From an optimization exercise on the open Yosys and OpenROAD flow, aimed at small area, a short achievable clock period and few clock cycles; shortcuts taken in it are not production practice. The RTL of this run was laid out without a check of its function. No activity file was given, so power comes from the tool's default toggle rates.

--- design/flow/config.mk ---
export PLATFORM = sky130hd
export DESIGN_NAME = fh_tdiv
export DESIGN_NICKNAME = fh_tdiv
export VERILOG_FILES = /design/flow/design.v
export SDC_FILE = /design/flow/constraint.sdc
export NUM_CORES = 4
export LEC_CHECK = 0
export CAP_MARGIN = 20
export CORE_MARGIN = 2
export CORE_UTILIZATION = 40
export SLEW_MARGIN = 20
--- design/flow/constraint.sdc ---
create_clock -name core_clock -period 22.0 [get_ports {clk}]
set_input_delay 4.4000 -clock core_clock [delete_from_list [all_inputs] [get_ports {clk}]]
set_output_delay 4.4000 -clock core_clock [all_outputs]
set_load 0.01 [all_outputs]
--- design/flow/design.v ---
module fh_tdiv (
    input  wire               clk,
    input  wire               rst,
    input  wire               start,
    input  wire signed [19:0] e,
    input  wire signed [31:0] f,
    input  wire               e_sat,
    input  wire               f_sat,
    input  wire [39:0]        per,
    input  wire [2:0]         sh3,
    input  wire [3:0]         sh4,
    input  wire [1:0]         dec_phase,
    input  wire signed [16:0] tgt,
    input  wire signed [15:0] toff,
    input  wire [19:0]        tmin,
    output wire               ready,
    output reg                done,
    output reg  signed [15:0] t,
    output reg                lowq
);
    localparam S_IDLE = 3'd0;
    localparam S_PRE  = 3'd1;
    localparam S_MUL  = 3'd2;
    localparam S_DIV  = 3'd3;
    localparam S_FIN  = 3'd4;
    reg [2:0]  state;
    reg [2:0]  cnt;
    assign ready = (state == S_IDLE);
    wire idle = (state == S_IDLE);
    wire pre  = (state == S_PRE);
    wire mul  = (state == S_MUL);
    wire dv   = (state == S_DIV);
    wire fin  = (state == S_FIN);
    reg [39:0]  x;        
    reg [39:0]  acc;      
    reg [39:0]  p_r;      
    reg [18:0]  e_r;      
    reg [2:0]   h_r;      
    reg [3:0]   s_r;      
    reg [1:0]   ph_r;     
    reg [16:0]  tgt_r;
    reg [15:0]  toff_r;
    reg [16:0]  u_r;      
    reg [2:0]   n_r;      
    reg         neg;
    reg         nodiv;
    reg         ovf;
    wire acc_ge_e = (|acc[39:19]) || (acc[18:0] >= e_r);
    wire [7:0]  digit = pre ? {6'd0, ph_r} : (cnt < 3'd5 ? x[7:0] : 8'd0);
    wire [39:0] acc_in = pre ? 40'd0 : acc;
    wire [47:0] msum = acc_in
                     + (digit[0] ? {8'd0, p_r}       : 48'd0)
                     + (digit[1] ? {7'd0, p_r, 1'b0} : 48'd0)
                     + (digit[2] ? {6'd0, p_r, 2'b0} : 48'd0)
                     + (digit[3] ? {5'd0, p_r, 3'b0} : 48'd0)
                     + (digit[4] ? {4'd0, p_r, 4'b0} : 48'd0)
                     + (digit[5] ? {3'd0, p_r, 5'b0} : 48'd0)
                     + (digit[6] ? {2'd0, p_r, 6'b0} : 48'd0)
                     + (digit[7] ? {1'd0, p_r, 7'b0} : 48'd0);
    wire [6:0]  v     = 7'd61 + {4'd0, h_r} - {3'd0, s_r};    
    wire [2:0]  b     = 3'd7 - v[2:0];
    wire        f_neg = x[31];
    wire [30:0] f_mag = x[30:0] ^ {31{f_neg}};                
    wire [37:0] x_sh  = ({7'd0, f_mag} << b) | ({38{f_neg}} & ~({38{1'b1}} << b));
    function [19:0] dstep;    
        input [18:0] r;
        input        a;
        input [18:0] d;
        reg   [20:0] df;
        begin
            df    = {1'b0, r, a} - {2'b0, d};
            dstep = df[20] ? {1'b0, r[17:0], a} : {1'b1, df[18:0]};
        end
    endfunction
    wire [19:0] st1 = dstep(acc[18:0], x[39], e_r);
    wire [19:0] st2 = dstep(st1[18:0], x[38], e_r);
    wire [19:0] st3 = dstep(st2[18:0], x[37], e_r);
    wire        qf0   = st1[19];
    wire [17:0] m     = x[17:0];
    wire        sgn   = neg & ~nodiv;
    wire [19:0] mx    = nodiv ? 20'd0 : (neg ? ~{2'b00, m} : {2'b00, m});
    wire [19:0] base  = {4'd0, u_r[16:1]} + {{4{tgt_r[16]}}, tgt_r[16:1]}
                      + {{4{toff_r[15]}}, toff_r} + mx
                      + {19'd0, u_r[0]} + {19'd0, tgt_r[16] & tgt_r[0]};
    wire [19:0] base1 = base + 20'd1;
    wire        cin   = ~nodiv & (neg ^ qf0);
    wire [19:0] sum   = cin ? base1 : base;
    wire        s_hi  = ~sum[19] & (|sum[18:15]);
    wire        s_lo  =  sum[19] & ~(&sum[18:15]);
    always @(posedge clk) begin
        if (rst) begin
            state <= S_IDLE;
            done  <= 1'b0;
        end else begin
            done <= 1'b0;
            case (state)
                S_IDLE: if (start) state <= S_PRE;
                S_PRE: begin
                    cnt <= 3'd0;
                    if (nodiv | acc_ge_e) state <= S_FIN;
                    else                  state <= S_MUL;
                end
                S_MUL: begin
                    cnt <= cnt + 3'd1;
                    if (cnt == n_r) begin
                        cnt   <= 3'd0;
                        state <= S_DIV;
                    end
                end
                S_DIV: begin
                    cnt <= cnt + 3'd1;
                    if (cnt == 3'd5) state <= S_FIN;
                end
                default: begin
                    done  <= 1'b1;
                    state <= S_IDLE;
                end
            endcase
        end
    end
    always @(posedge clk) begin
        case (state)
            S_IDLE: begin
                x      <= {8'd0, f};
                acc    <= {20'd0, tmin};
                p_r    <= per;
                e_r    <= e[18:0];
                h_r    <= sh3;
                s_r    <= sh4;
                ph_r   <= dec_phase;
                tgt_r  <= tgt;
                toff_r <= toff;
                nodiv  <= e[19] | e_sat | f_sat;
            end
            S_PRE: begin
                x      <= {2'd0, x_sh};
                acc    <= f_neg ? p_r : 40'd0;
                neg    <= f_neg;
                u_r    <= msum[41:25];
                n_r    <= v[5:3] - 3'd1;
                nodiv  <= nodiv | acc_ge_e;
            end
            S_MUL: begin
                x      <= {msum[7:0], x[39:8]};
                acc    <= msum[47:8];
            end
            S_DIV: begin
                if (cnt == 3'd0) ovf <= acc_ge_e;
                x      <= {x[36:0], st1[19], st2[19], st3[19]};
                acc    <= {21'd0, st3[18:0]};
            end
            default: begin
                if (ovf & ~nodiv) begin
                    t    <= neg ? -16'sd32768 : 16'sd32767;
                    lowq <= 1'b1;
                end else begin
                    t    <= s_hi ? 16'sd32767 : s_lo ? -16'sd32768 : sum[15:0];
                    lowq <= nodiv | s_hi | s_lo;
                end
            end
        endcase
    end
endmodule
--- design/flow/run.sh ---
#!/bin/bash
# synth_recipe.tcl (not shown) runs the flow's synth.tcl, then flattens the netlist and writes it again
# the make line also repeats each setting of config.mk as NAME=value (left out here)
make -C /OpenROAD-flow-scripts/flow DESIGN_CONFIG=/design/flow/config.mk WORK_HOME=/design/flow/orfs CLKGATE_MAP_FILE= SYNTH_SCRIPT=/design/flow/synth_recipe.tcl finish
==> summary.txt <==
-- power breakdown --
part	internal (W)	leakage (nW)	switching [W]
clock network	0.000317	0.510	0.000213
logic	0.00150	10.5	0.00224
registers	0.000600	2.33	0.0000859
total	0.00242	13.3	0.00254
-- logic make-up (layout without fill, tap and decap cells) --
family,after synthesis,count (layout),share of synthesized area (%)
xor gates and xnor gates,187,187,5.82
other,0,2,0
muxes,126,126,5.77
adders and majority gates,501,501,30.1
and+or+nand+nor,784,784,13.4
AOI/OAI and AO/OA,594,594,14.1
DFF,228,228,24.2
buffers and inverters,480,575,6.61
-- layout by cell type (no fill, tap or decap), types with 20 or more instances in the layout --
| cell | instances |
|---|---|
| sky130_fd_sc_hd__ha_1 | 207 |
| sky130_fd_sc_hd__mux4_2 | 24 |
| sky130_fd_sc_hd__inv_1 | 312 |
| sky130_fd_sc_hd__clkbuf_16 | 31 |
| sky130_fd_sc_hd__xor2_1 | 57 |
| sky130_fd_sc_hd__fa_1 | 293 |
| sky130_fd_sc_hd__mux2i_1 | 54 |
| sky130_fd_sc_hd__o21ai_0 | 69 |
| sky130_fd_sc_hd__a211oi_1 | 20 |
| sky130_fd_sc_hd__o21ai_1 | 31 |
| sky130_fd_sc_hd__nor2_1 | 128 |
| sky130_fd_sc_hd__and3_1 | 20 |
| sky130_fd_sc_hd__a222oi_1 | 22 |
| sky130_fd_sc_hd__nor2b_1 | 25 |
| sky130_fd_sc_hd__buf_4 | 23 |
| sky130_fd_sc_hd__nand2_1 | 323 |
| sky130_fd_sc_hd__a21oi_1 | 153 |
| sky130_fd_sc_hd__mux2_2 | 46 |
| sky130_fd_sc_hd__clkdlybuf4s50_1 | 177 |
| sky130_fd_sc_hd__o21a_1 | 25 |
| sky130_fd_sc_hd__nand3_1 | 40 |
| sky130_fd_sc_hd__nand2b_1 | 21 |
| sky130_fd_sc_hd__xnor2_1 | 130 |
| sky130_fd_sc_hd__a21o_1 | 54 |
| sky130_fd_sc_hd__and2_1 | 138 |
| sky130_fd_sc_hd__nor3_1 | 21 |
| sky130_fd_sc_hd__edfxtp_1 | 224 |
| sky130_fd_sc_hd__o22ai_1 | 62 |
-- layer usage --
metal | vias to the layer above | GRT usage (%)
met4 | 6 | 8.85
met3 | 174 | 3.67
met1 | 11100 | 31.0
met5 | - | 0
li1 | 10100 | -
met2 | 838 | 37.1
-- area by class of cell --
class | instances | area share (%)
timing repair buffer | 201 | 6.22
multi-input combinational | 2192 | 61.5
sequential | 228 | 21.5
clock inverter | 19 | 0.742
inverter | 316 | 3.75
antenna | 2 | 0.0158
clock buffer | 39 | 2.54
tap | 940 | 3.71
-- flip-flops by register name, summed over array words and instances (netlist names), 2 cells and up --
name    cells
h_r         3
cnt         3
e_r        19
p_r        40
n_r         3
s_r         4
ph_r        2
t          16
acc        40
tgt_r      17
u_r        17
toff_r     16
x          40
state       3
-- cells in the mapped netlist, drive strengths merged (69+ instances only) --
library cell	count	share of area, %
o21ai	114	2.2
fa	293	21
nor2	132	1.8
buf	69	1.1
and2	139	3.1
ha	208	9.2
clkbuf	95	1.3
a21oi	154	2.8
inv	313	4.2
nand2	324	4.3
edfxtp	224	24
xnor2	130	4.0
-- final timing paths --
kind	from	to	slack, ns	cells past startpoint
setup / recovery	e_r[0]$_DFFE_PP_	acc[8]$_DFFE_PN_	12.52	31
hold / removal	x[37]$_DFFE_PN_	acc[0]$_DFFE_PN_	0.62	2
hold reg to reg	x[37]$_DFFE_PN_	acc[0]$_DFFE_PN_	0.62	2
setup reg to reg	e_r[0]$_DFFE_PP_	acc[8]$_DFFE_PN_	12.52	31
-- per-stage QoR --
stage / total power, W / utilization [%] / instance area (um2)
global placement: 0.00429 / 43.9 / 30600
global route: 0.00539 / 45.4 / 31700
floorplan: 0.00346 / - / 28100
CTS: 0.00492 / 45.4 / 31700
finish: 0.00496 / 45.4 / 31700
detailed placement: 0.00436 / 43.9 / 30600
-- critical path: cells and delay by family (launching register included) --
kind,cells,cell delay (ns)
buffers and inverters,3,0.82
and+or+nand+nor,2,0.31
DFF,1,0.45
muxes,2,0.66
adders and majority gates,4,1.45
AOI/OAI and AO/OA,20,5.46
==> PnR_summary.wiki <==
{| class="wikitable"
! Metric !! Value
|-
| Number of iterations in the first detailed-routing pass || 6
|-
| Max Cap Viol || 0
|-
| Drt total wl || around 84000 um
|-
| Met3 routed wirelength || 6250 um
|-
| Hold Buf Count CTS || 0
|-
| Yosys Warn Count || 1
|-
| Number of vias per cell || about 5.6
|-
| Post-Place Worst Slack || ~13 ns
|-
| Root buf cell || sky130_fd_sc_hd__clkbuf_16
|-
| Leak || 13.3 nW
|-
| IO buf count || between 150 and 200
|-
| Combined area of the multi-input logic cells || ~20000 um2
|-
| Largest fanout on the critical path || 21
|-
| Instance count of the mapped netlist || 2900
|-
| Number of nets produced by synthesis || 3560
|-
| Number of placement rows || 97
|-
| #FFs+latches synth || between 200 and 250
|-
| Number of different library cells in the post-synthesis netlist || 95
|-
| Initial core utilization || approximately two fifths
|-
| Met2 Wirelength || 38700 um
|-
| Skew final || 0.0202 ns
|-
| Clock buffers created by TritonCTS || 31
|-
| Tcrit/Tclk final || a little over two fifths
|-
| Maximum operating frequency || 106 MHz
|-
| Fin cells || between 3000 and 4000
|-
| Final count of negative-setup-slack endpoints || 0
|-
| Async set or reset register ratio after synthesis || 0%
|-
| Final critical-path required period || roughly 9.5 ns
|-
| Critical path arrival || 9.79 ns
|-
| Fillers || ~6500
|-
| Outcome || no timing/DRC/antenna violations
|-
| Number of hold violations in the final report || 0
|-
| Post-detail-place hpwl || between 60000 and 70000 um
|-
| Post-layout nets || 3630
|-
| Highest layer used for signal routing || met5
|-
| Resize count post-CTS || 0
|-
| Register Area || slightly below 7000 um2
|-
| Overall Global Routing Usage || 23.0%
|-
| Minimum hold slack || approximately 0.62 ns
|-
| Cell repeated most along the worst path || sky130_fd_sc_hd__a21oi_1
|-
| Number of I/O pins || 178
|-
| Type of the worst min-delay path || register to register
|-
| Die Wd || roughly 270 um
|-
| Number of pins with negative max-slew slack in the final report || 0
|-
| Slowest stage cell on the critical path || sky130_fd_sc_hd__a311oi_1
|-
| Sequential cell area fraction in the yosys report || between 20 and 25%
|-
| Unrepaired setup endpoints after global routing || false
|-
| Worst-Margin Slew || 1.10 ns
|-
| Iteration-0 DRC count of the detailed router || 1980
|-
| CTS H-tree depth || 1
|-
| Placed Cells || 3877
|-
| Overall overflow remaining after global route || 0
|-
| TritonCTS clock tree || done
|-
| Post-synth design cell area || 28100 um2
|-
| Headroom to the max-slew limit || 26.8%
|-
| Routability congestion estimate from global placement || 0.930
|-
| Largest vdd supply drop || 0.0000747 V
|-
| Wire length of the first global-routing pass || 131000 um
|-
| CTS clock-pin slew for the worst setup and hold paths || around 0.060 ns
|-
| Number of buffers inserted to repair setup after CTS || 0
|-
| Predominant post-synthesis flop cell || sky130_fd_sc_hd__edfxtp_1
|-
| Category of the worst setup path capture point || register
|-
| Overall via count from detail_route || 22200
|-
| Number of buffers on the longest clock path || 3
|-
| Setup TNS after final layout || 0 ns
|-
| Initial antenna violation count || 7
|-
| EDFF count, synth || 224
|-
| Area grow syn2layout || 12.7%
|-
| Path type of the worst setup path || register to register
|-
| Setup WS post-layout || about 13 ns
|-
| Overall die area || approximately 72000 um2
|-
| Number of global-route vias before repair || 23000
|-
| Maximum number of pins on one net before global-route repair || 86
|-
| Share of layout cells above drive strength 1 || 6.14%
|-
| Largest stage delay, worst path || 0.52 ns
|-
| DR DRC count || 0
|-
| Element type at the critical path start || register
|-
| Met1 Routed Length || 35500 um
|-
| Number of routed nets with antenna violations || 0
|-
| Power per standard cell area || 156 nW/um2
|-
| Core Footprint || roughly 70000 um2
|-
| Clock Sink Count || 228
|-
| Height of the chip || 269 um
|-
| Average wire per cell in the routed design || 21.3 um
|-
| Mean area per synthesized cell || 9.70 um2
|-
| Clock latency of the later-clocked register in the worst-skew pair || 0.62 ns
|-
| Required time at the worst-slack endpoint || 22.32 ns
|}

separate check: timing with driven ports:
The flow's constraints put no driver on any port. The routed layout listed below was extracted and timed again, unchanged, in two steps. Step 1 (the two cells are an assumption about what drives the block):
set clk [get_ports {clk}]
set_driving_cell -lib_cell sky130_fd_sc_hd__clkbuf_16 $clk
set_driving_cell -lib_cell sky130_fd_sc_hd__buf_2 [delete_from_list [all_inputs] $clk]
Step 2 adds t to the input delays and takes it off the output delays; t is the mean of the earliest and latest rising clock arrival at the registers after step 1. Input paths then give back, and output paths get back, about the clock's delay inside the block. a / b / c = ideal ports / drivers / drivers and shift; a / b = the first two.
t (ns): 0.676
setup slack, ns: 12.524 / 12.524 / 12.524
hold WS [ns]: 0.620 / 0.620 / 0.620
worst register clock-pin slew, ns: 0.07 / 0.07
worst data-port slew with drivers (ns): 0.08
After both steps this run still meets setup and hold. The setup slack of this run moves by 0.000 ns with the drivers and by 0.000 ns with both steps.
